This design comes from an exercise in tuning for small area, a short achievable clock period and few clock cycles on the open sky130 flow, not from production work. At most, simulation tests tie the RTL to the original design; equivalence was not proved.

== rev 12 ==
==> module cmd_rx_check, before the edit <==
module cmd_rx_check (
    input  wire         clk,
    input  wire         rst,           
    input  wire         in_valid,
    output wire         in_ready,
    input  wire [63:0]  in_data,
    input  wire         in_last,
    input  wire [3:0]   in_nbytes,     
    output reg          out_valid,
    output wire [2:0]   out_kind,
    output wire [7:0]   out_status,
    output wire [127:0] out_hdr
);
    localparam [2:0] K_ACCEPT     = 3'd0;
    localparam [2:0] K_RETRANSMIT = 3'd1;
    localparam [2:0] K_REPLY      = 3'd2;
    localparam [2:0] K_EVENT      = 3'd3;
    localparam [2:0] K_DISCARD    = 3'd4;
    localparam [2:0] K_DROP       = 3'd5;
    assign in_ready = 1'b1;
    function [31:0] residue(input [3:0] n);
        case (n)
            4'd1:    residue = 32'h552E4907;
            4'd2:    residue = 32'h1C220F94;
            4'd3:    residue = 32'h441A975C;
            4'd4:    residue = 32'h73D74D75;
            4'd5:    residue = 32'h44C19592;
            4'd6:    residue = 32'hA8D58375;
            4'd7:    residue = 32'hBA8D89CA;
            default: residue = 32'hB798B438;
        endcase
    endfunction
    reg         r_v;
    reg         r_last;
    reg [3:0]   r_n;
    reg [63:0]  r_d;
    integer k;
    reg [63:0] in_mask;
    always @(*) begin
        for (k = 0; k < 8; k = k + 1)
            in_mask[8*k +: 8] = (!in_last || k < in_nbytes) ? 8'hFF : 8'h00;
    end
    always @(posedge clk) begin
        if (rst)
            r_v <= 1'b0;
        else
            r_v <= in_valid;
    end
    always @(posedge clk) begin
        r_last <= in_last;
        r_n    <= in_nbytes;
        r_d    <= in_data & in_mask;
    end
    reg [31:0]  crc;           
    reg [9:0]   bidx;          
    reg [127:0] hdr;           
    wire [31:0] crc_next;
    crc32c_x64 u_crc (.u(r_d ^ {32'd0, crc}), .c(crc_next));
    wire b0 = (bidx == 10'd0);
    wire b1 = (bidx == 10'd1);
    always @(posedge clk) begin
        if (rst) begin
            crc  <= 32'hFFFFFFFF;
            bidx <= 10'd0;
        end else if (r_v) begin
            if (r_last) begin
                crc  <= 32'hFFFFFFFF;
                bidx <= 10'd0;
            end else begin
                crc  <= crc_next;
                if (!(bidx[9] && bidx[1]))
                    bidx <= bidx + 10'd1;
            end
        end
    end
    always @(posedge clk) begin
        if (r_v && b0)
            hdr[63:0] <= r_d;
        if (r_v && (b0 || b1))
            hdr[127:64] <= b1 ? r_d : 64'd0;
    end
    wire [7:0]  h_version = hdr[7:0];
    wire [15:0] h_seq     = hdr[31:16];
    wire [15:0] h_length  = hdr[47:32];
    wire [7:0]  h_flags   = hdr[55:48];
    wire        h_posted  = h_flags[1];
    wire        crc_ok  = (crc_next == residue(r_n));
    wire [15:0] len19   = h_length + 16'd19;       
    wire [2:0]  nm1     = r_n[2:0] - 3'd1;
    wire        len_ok  = (h_length <= 16'd4080) &&
                          ({6'd0, bidx} == {3'd0, len19[15:3]}) &&
                          (nm1 == len19[2:0]);
    wire        short   = (bidx < 10'd2) || (bidx == 10'd2 && r_n < 4'd4);
    wire        long    = bidx[9] && (bidx[1] || bidx[0] || r_n > 4'd4);
    wire        drop    = short || long;
    wire        bad     = !(crc_ok && len_ok);
    wire        badver  = (h_version != 8'h02);
    reg         have_expected;
    reg [15:0]  expected;
    reg [5:0]   count;         
    reg [31:0]  posted_tab;    
    wire [15:0] back       = expected - h_seq;
    wire        seq_exp    = !have_expected || (back == 16'd0);
    wire        in_history = (back[15:6] == 10'd0) && (back[5:0] <= count);
    wire        hist_post  = posted_tab[h_seq[4:0]];
    reg [2:0] v_kind;
    reg       v_st1, v_st0, v_st3;    
    reg       v_reply;                
    reg [2:0] kind;
    reg       st1, st0, st3, reply;
    always @(*) begin
        st1 = 1'b0; st0 = 1'b0; st3 = 1'b0; reply = 1'b0;
        if (drop) begin
            kind = K_DROP;
        end else if (bad) begin
            kind = K_REPLY; st1 = 1'b1; reply = 1'b1;
        end else if (badver) begin
            kind = K_REPLY; st1 = 1'b1; st0 = 1'b1; reply = 1'b1;
        end else if (seq_exp) begin
            kind = K_ACCEPT;
        end else if (in_history) begin
            kind = hist_post ? K_DISCARD : K_RETRANSMIT;
        end else begin
            kind = h_posted ? K_EVENT : K_REPLY; st3 = 1'b1; reply = 1'b1;
        end
    end
    always @(posedge clk) begin
        if (rst)
            out_valid <= 1'b0;
        else
            out_valid <= r_v && r_last;
    end
    always @(posedge clk) begin
        v_kind  <= kind;
        v_st1   <= st1;
        v_st0   <= st0;
        v_st3   <= st3;
        v_reply <= reply;
    end
    wire accept = out_valid && (v_kind == K_ACCEPT);
    always @(posedge clk) begin
        if (rst) begin
            have_expected <= 1'b0;
            expected      <= 16'd0;
            count         <= 6'd0;
        end else if (accept) begin
            have_expected <= 1'b1;
            expected      <= h_seq + 16'd1;
            if (!count[5])
                count <= count + 6'd1;
        end
    end
    always @(posedge clk) begin
        if (accept)
            posted_tab[h_seq[4:0]] <= h_posted;
    end
    wire [7:0] status = {4'd0, v_st3, 1'b0, v_st1, v_st0};
    assign out_kind   = v_kind;
    assign out_status = status;
    wire [7:0] flags_out = v_reply ? ((h_flags & 8'b0000_1101) | 8'b0100_0000)
                                   : h_flags;
    assign out_hdr[7:0]    = v_reply ? 8'h02 : h_version;
    assign out_hdr[31:8]   = hdr[31:8];
    assign out_hdr[47:32]  = v_reply ? 16'd0 : h_length;
    assign out_hdr[55:48]  = flags_out;
    assign out_hdr[63:56]  = v_reply ? status : hdr[63:56];
    assign out_hdr[95:64]  = hdr[95:64];
    assign out_hdr[127:96] = v_st3 ? {16'd0, expected} : hdr[127:96];
endmodule
Settings: LEC_CHECK=0, CAP_MARGIN=20, CORE_MARGIN=2, CORE_UTILIZATION=40, PLACE_DENSITY=0.6, SLEW_MARGIN=20; clock period 11.0 ns.
run.sh (not shown) runs the stock make flow with config.mk's settings and CLKGATE_MAP_FILE= SYNTH_SCRIPT=/design/flow/synth_recipe.tcl, a recipe that flattens the netlist after the stock synthesis.
Testbench counts of rev 12, summed over its fixed seeds: cycles 87,206.
Inputs modified between rev 12 and rev 13:
--- a/flow/design.v
+++ b/flow/design.v
@@ -93,7 +93,6 @@
     wire        short   = (bidx < 10'd2) || (bidx == 10'd2 && r_n < 4'd4);
     wire        long    = bidx[9] && (bidx[1] || bidx[0] || r_n > 4'd4);
     wire        drop    = short || long;
-    wire        bad     = !(crc_ok && len_ok);
     wire        badver  = (h_version != 8'h02);
     reg         have_expected;
     reg [15:0]  expected;
@@ -106,24 +105,27 @@
     reg [2:0] v_kind;
     reg       v_st1, v_st0, v_st3;    
     reg       v_reply;                
-    reg [2:0] kind;
-    reg       st1, st0, st3, reply;
+    reg [2:0] kind_g;                 
+    reg       st1_g, st0_g, st3_g, reply_g;
     always @(*) begin
-        st1 = 1'b0; st0 = 1'b0; st3 = 1'b0; reply = 1'b0;
+        st1_g = 1'b0; st0_g = 1'b0; st3_g = 1'b0; reply_g = 1'b0;
         if (drop) begin
-            kind = K_DROP;
-        end else if (bad) begin
-            kind = K_REPLY; st1 = 1'b1; reply = 1'b1;
+            kind_g = K_DROP;
+        end else if (!len_ok) begin
+            kind_g = K_REPLY; st1_g = 1'b1; reply_g = 1'b1;
         end else if (badver) begin
-            kind = K_REPLY; st1 = 1'b1; st0 = 1'b1; reply = 1'b1;
+            kind_g = K_REPLY; st1_g = 1'b1; st0_g = 1'b1; reply_g = 1'b1;
         end else if (seq_exp) begin
-            kind = K_ACCEPT;
+            kind_g = K_ACCEPT;
         end else if (in_history) begin
-            kind = hist_post ? K_DISCARD : K_RETRANSMIT;
+            kind_g = hist_post ? K_DISCARD : K_RETRANSMIT;
         end else begin
-            kind = h_posted ? K_EVENT : K_REPLY; st3 = 1'b1; reply = 1'b1;
+            kind_g = h_posted ? K_EVENT : K_REPLY; st3_g = 1'b1; reply_g = 1'b1;
         end
     end
+    wire [2:0] kind_b  = drop ? K_DROP : K_REPLY;
+    wire       st1_b   = !drop;
+    wire       reply_b = !drop;
     always @(posedge clk) begin
         if (rst)
             out_valid <= 1'b0;
@@ -131,11 +133,11 @@
             out_valid <= r_v && r_last;
     end
     always @(posedge clk) begin
-        v_kind  <= kind;
-        v_st1   <= st1;
-        v_st0   <= st0;
-        v_st3   <= st3;
-        v_reply <= reply;
+        v_kind  <= crc_ok ? kind_g  : kind_b;
+        v_st1   <= crc_ok ? st1_g   : st1_b;
+        v_st0   <= crc_ok && st0_g;
+        v_st3   <= crc_ok && st3_g;
+        v_reply <= crc_ok ? reply_g : reply_b;
     end
     wire accept = out_valid && (v_kind == K_ACCEPT);
     always @(posedge clk) begin
==> comparison <==
- Result for rev 12 and rev 13: all clean
- In rev 13, the worst path arrival time came out 70 ps above the value in rev 12.
- Diff rev 12 -> rev 13: die area has decreased, clock latency at the later pin of the worst-skew pair has remained practically unchanged, TritonCTS buffer count has increased.
- On placeable core region, rev 12 and rev 13 are basically level.
- Rev 12 -> rev 13: final design area excluding fillers flat
No functional check of the RTL was part of rev 13.

Another version of the RTL of cmd_rx_check (not shown whole).
Size in the first run: ~1700 cells after synthesis, ~210 I/O pins, ~18000 sq um of cells after synthesis.
clock: 11.0 ns
lec_check: 0
cap_margin: 20
core_margin: 2
core_utilization: 40
place_density: 0.6
slew_margin: 20
synth_hierarchical: 1
synth_minimum_keep_size: 0
standard.sh (not shown) runs the stock make flow with config.mk's settings and CLKGATE_MAP_FILE= SYNTH_SCRIPT=/design/flow/synth_recipe.tcl, a recipe that flattens the netlist after the stock synthesis.
==> flow/flow/run.sh <==
#!/bin/bash
set -euo pipefail
MARGIN=$(cat flow/margin.txt)
bash standard.sh synth > synth.log 2>&1
bash standard.sh SETUP_SLACK_MARGIN=$MARGIN \
    "BUFFER_PORTS_ARGS=-buffer_cell sky130_fd_sc_hd__buf_2" finish > layout.log 2>&1
==> flow/flow/margin.txt <==
7.5
The starting point went through all stages and came out clean.
Rerun with:
--- a/flow/design.v
+++ b/flow/design.v
@@ -198,38 +198,54 @@
         else
             out_valid <= v_last;
     end
     always @(posedge clk) begin
         v_kind <= kind;
         v_st1  <= st1;
         v_st0  <= st0;
         v_st3  <= st3;
     end
     wire [63:0] beat_hi = r2_b1 ? r2_d : 64'd0;
-    always @(posedge clk) begin
-        if (r2_lo || reply_now) begin
-            hdr[7:0]   <= r2_lo ? r2_d[7:0] : 8'h02;
-            hdr[47:32] <= r2_lo ? r2_d[47:32] : 16'd0;
-            hdr[49]    <= r2_lo && r2_d[49];
-            hdr[55:52] <= r2_lo ? r2_d[55:52] : 4'b0100;
-            hdr[63:56] <= r2_lo ? r2_d[63:56] : {4'd0, st3, 1'b0, st1, st0};
-        end
-        if (r2_lo) begin
-            hdr[31:8]  <= r2_d[31:8];
-            hdr[48]    <= r2_d[48];
-            hdr[51:50] <= r2_d[51:50];
-        end
-        if (r2_hi)
-            hdr[95:64] <= beat_hi[31:0];
-        if (r2_hi || pexp_now)
-            hdr[127:96] <= r2_hi ? beat_hi[63:32] : {16'd0, expected};
+    reg [127:0] hdr_n;
+    reg [127:0] hdr_en;
+    always @(*) begin
+        hdr_n[7:0]     = r2_lo ? r2_d[7:0] : 8'h02;
+        hdr_n[47:32]   = r2_lo ? r2_d[47:32] : 16'd0;
+        hdr_n[49]      = r2_lo && r2_d[49];
+        hdr_n[55:52]   = r2_lo ? r2_d[55:52] : 4'b0100;
+        hdr_n[63:56]   = r2_lo ? r2_d[63:56] : {4'd0, st3, 1'b0, st1, st0};
+        hdr_en[7:0]    = {8{r2_lo || reply_now}};
+        hdr_en[47:32]  = {16{r2_lo || reply_now}};
+        hdr_en[49]     = r2_lo || reply_now;
+        hdr_en[55:52]  = {4{r2_lo || reply_now}};
+        hdr_en[63:56]  = {8{r2_lo || reply_now}};
+        hdr_n[31:8]    = r2_d[31:8];
+        hdr_n[48]      = r2_d[48];
+        hdr_n[51:50]   = r2_d[51:50];
+        hdr_en[31:8]   = {24{r2_lo}};
+        hdr_en[48]     = r2_lo;
+        hdr_en[51:50]  = {2{r2_lo}};
+        hdr_n[95:64]   = beat_hi[31:0];
+        hdr_en[95:64]  = {32{r2_hi}};
+        hdr_n[127:96]  = r2_hi ? beat_hi[63:32] : {16'd0, expected};
+        hdr_en[127:96] = {32{r2_hi || pexp_now}};
     end
+    wire [127:0] hdr_d;
+    wire [127:0] hdr_hold = ~hdr_en;
+    generate
+        for (gi = 0; gi < 128; gi = gi + 1) begin : g_hdr
+            a22o_g u (.a1(hdr_en[gi]), .a2(hdr_n[gi]), .b1(hdr_hold[gi]), .b2(hdr[gi]),
+                      .x(hdr_d[gi]));
+        end
+    endgenerate
+    always @(posedge clk)
+        hdr <= hdr_d;
     wire accept = out_valid && (v_kind == K_ACCEPT);
     wire [15:0] seq_c;             
     assign seq_c[0] = 1'b1;
     generate
         for (gi = 1; gi < 16; gi = gi + 1) begin : g_seqc
             assign seq_c[gi] = &h_seq[gi - 1:0];
         end
     endgenerate
     always @(posedge clk) begin
         if (rst) begin
@@ -1256,10 +1272,13 @@
 endmodule
 module x2 (input wire a, input wire b, output wire y);
     assign y = a ^ b;
 endmodule
 module nor2_g (input wire a, input wire b, output wire y);
     assign y = !(a || b);
 endmodule
 module nand4_g (input wire a, input wire b, input wire c, input wire d, output wire y);
     assign y = !(a && b && c && d);
 endmodule
+module a22o_g (input wire a1, input wire a2, input wire b1, input wire b2, output wire x);
+    assign x = (a1 && a2) || (b1 && b2);
+endmodule
After rerunning: First-iteration DRC count goes up by 30%. Design area goes down by about 0.54%. Cell count goes up by about 5.6%. Hold slack stays flat. Worst setup slack degrades by 24 ps. Die area goes down by about 0.32%. Area after synthesis goes down by about 0.32%. Clock skew goes up by 8.9 ps. Via count goes up by about 9%. Register-to-register slack degrades by 40 ps. Critical path depth goes up by 8.
No functional check of the RTL was part of any run of this note.

Another version of the RTL of cmd_rx_check (not shown whole).
Size in the first run: about 1700 cells after synthesis, roughly 210 I/O pins, ~19000 sq um of cells after synthesis.
==> flow/config.mk <==
export PLATFORM = sky130hd
export DESIGN_NAME = cmd_rx_check
export DESIGN_NICKNAME = cmd_rx_check
export VERILOG_FILES = /design/flow/design.v
export SDC_FILE = /design/flow/constraint.sdc
export NUM_CORES = 4
export LEC_CHECK = 0
export CAP_MARGIN = 20
export CORE_MARGIN = 2
export CORE_UTILIZATION = 40
export PLACE_DENSITY = 0.6
export SLEW_MARGIN = 20
export SYNTH_HIERARCHICAL = 1
export SYNTH_MINIMUM_KEEP_SIZE = 0
==> flow/constraint.sdc <==
create_clock -name core_clock -period 11.0 [get_ports {clk}]
set_input_delay 2.2000 -clock core_clock [delete_from_list [all_inputs] [get_ports {clk}]]
set_output_delay 2.2000 -clock core_clock [all_outputs]
set_load 0.01 [all_outputs]
Scripts as last shown in full above: flow/flow/run.sh, flow/flow/margin.txt
==> next run, changes <==
--- a/flow/design.v
+++ b/flow/design.v
@@ -196,42 +196,58 @@
         if (rst)
             out_valid <= 1'b0;
         else
             out_valid <= v_last;
     end
     always @(posedge clk) begin
         v_kind <= kind;
         v_st1  <= st1;
         v_st0  <= st0;
         v_st3  <= st3;
     end
     wire [63:0] beat_hi = r2_b1 ? r2_d : 64'd0;
-    always @(posedge clk) begin
-        if (r2_lo || reply_now) begin
-            hdr[7:0]   <= r2_lo ? r2_d[7:0] : 8'h02;
-            hdr[47:32] <= r2_lo ? r2_d[47:32] : 16'd0;
-            hdr[49]    <= r2_lo && r2_d[49];
-            hdr[55:52] <= r2_lo ? r2_d[55:52] : 4'b0100;
-            hdr[63:56] <= r2_lo ? r2_d[63:56] : {4'd0, st3, 1'b0, st1, st0};
-        end
-        if (r2_lo) begin
-            hdr[31:8]  <= r2_d[31:8];
-            hdr[48]    <= r2_d[48];
-            hdr[51:50] <= r2_d[51:50];
-        end
-        if (r2_hi)
-            hdr[95:64] <= beat_hi[31:0];
-        if (r2_hi || pexp_now)
-            hdr[127:96] <= r2_hi ? beat_hi[63:32] : {16'd0, expected};
+    reg [127:0] hdr_n;
+    reg [127:0] hdr_en;
+    always @(*) begin
+        hdr_n[7:0]     = r2_lo ? r2_d[7:0] : 8'h02;
+        hdr_n[47:32]   = r2_lo ? r2_d[47:32] : 16'd0;
+        hdr_n[49]      = r2_lo && r2_d[49];
+        hdr_n[55:52]   = r2_lo ? r2_d[55:52] : 4'b0100;
+        hdr_n[63:56]   = r2_lo ? r2_d[63:56] : {4'd0, st3, 1'b0, st1, st0};
+        hdr_en[7:0]    = {8{r2_lo || reply_now}};
+        hdr_en[47:32]  = {16{r2_lo || reply_now}};
+        hdr_en[49]     = r2_lo || reply_now;
+        hdr_en[55:52]  = {4{r2_lo || reply_now}};
+        hdr_en[63:56]  = {8{r2_lo || reply_now}};
+        hdr_n[31:8]    = r2_d[31:8];
+        hdr_n[48]      = r2_d[48];
+        hdr_n[51:50]   = r2_d[51:50];
+        hdr_en[31:8]   = {24{r2_lo}};
+        hdr_en[48]     = r2_lo;
+        hdr_en[51:50]  = {2{r2_lo}};
+        hdr_n[95:64]   = beat_hi[31:0];
+        hdr_en[95:64]  = {32{r2_hi}};
+        hdr_n[127:96]  = r2_hi ? beat_hi[63:32] : {16'd0, expected};
+        hdr_en[127:96] = {32{r2_hi || pexp_now}};
     end
+    wire [127:0] hdr_d;
+    wire [127:0] hdr_hold = ~hdr_en;
+    generate
+        for (gi = 0; gi < 128; gi = gi + 1) begin : g_hdr
+            a22o_g u (.a1(hdr_en[gi]), .a2(hdr_n[gi]), .b1(hdr_hold[gi]), .b2(hdr[gi]),
+                      .x(hdr_d[gi]));
+        end
+    endgenerate
+    always @(posedge clk)
+        hdr <= hdr_d;
     wire accept = out_valid && (v_kind == K_ACCEPT);
     wire [15:0] seq_c;             
     assign seq_c[0] = 1'b1;
     generate
         for (gi = 1; gi < 16; gi = gi + 1) begin : g_seqc
             assign seq_c[gi] = &h_seq[gi - 1:0];
         end
     endgenerate
     always @(posedge clk) begin
         if (rst) begin
             have_expected <= 1'b0;
             expected      <= 16'd0;
@@ -1340,12 +1356,15 @@
     x2 g_o31_11 (.a(o31_10), .b(o31_9), .y(o31_11));
     assign e[31] = o31_11;
 endmodule
 module x2 (input wire a, input wire b, output wire y);
     assign y = a ^ b;
 endmodule
 module nor2_g (input wire a, input wire b, output wire y);
     assign y = !(a || b);
 endmodule
 module nand4_g (input wire a, input wire b, input wire c, input wire d, output wire y);
     assign y = !(a && b && c && d);
 endmodule
+module a22o_g (input wire a1, input wire a2, input wire b1, input wire b2, output wire x);
+    assign x = (a1 && a2) || (b1 && b2);
+endmodule
Effect:
- The changed run completed without violations
- worst setup slack gets better by 0.020 ns
- utilization is lower by 0.14 points
- design area is lower by 0.51%
- area after synthesis is lower by 0.32%
- register-to-register slack gets better by 0.03 ns
- die area is lower by 0.31%
- global-route usage is higher by 1.5 points
- cell count is higher by 4.7%
- wire length is higher by 7.0%
- non-clock buffer count is lower by 15
- clock-buffer cell count is higher by 4
- sequential share of layout area is lower by 5.6 points
No functional check of the RTL was part of any run of this note.

[port drivers added, routing unchanged]
The flow's constraints put no driver on any port. The routed layouts listed below were extracted and timed again, unchanged, in two steps.
Step 1 assumes that a clkbuf_16 drives the clock port and a buf_2 every other input.
Step 2 also shifts input and output timing later by t, the mid clock arrival at the registers, as if the neighbouring blocks saw the same clock.
Slacks: ideal / step 1 / step 2; pairs: ideal / step 1.
run	t, ns	slack for setup (ns)	slew at the worst register clock pin (ns)	worst slew at a driven data input, ns
rev 12	0.606	6.140 / 6.140 / 6.140	0.07 / 0.07	0.05
rev 13	0.597	6.111 / 6.110 / 6.111	0.06 / 0.06	0.08
the first run of note 2	0.615	7.534 / 7.474 / 7.176	0.07 / 0.07	0.06
the second run of note 2	0.615	7.510 / 7.483 / 7.119	0.06 / 0.06	0.05
the first run of note 3	0.612	7.524 / 7.467 / 7.201	0.06 / 0.06	0.05
the second run of note 3	0.628	7.544 / 7.486 / 7.258	0.06 / 0.06	0.07
After both steps every run listed still meets setup and hold. The setup slack of the second run of note 2, which loses most, moves by -0.027 ns with the drivers and by -0.391 ns with both steps.
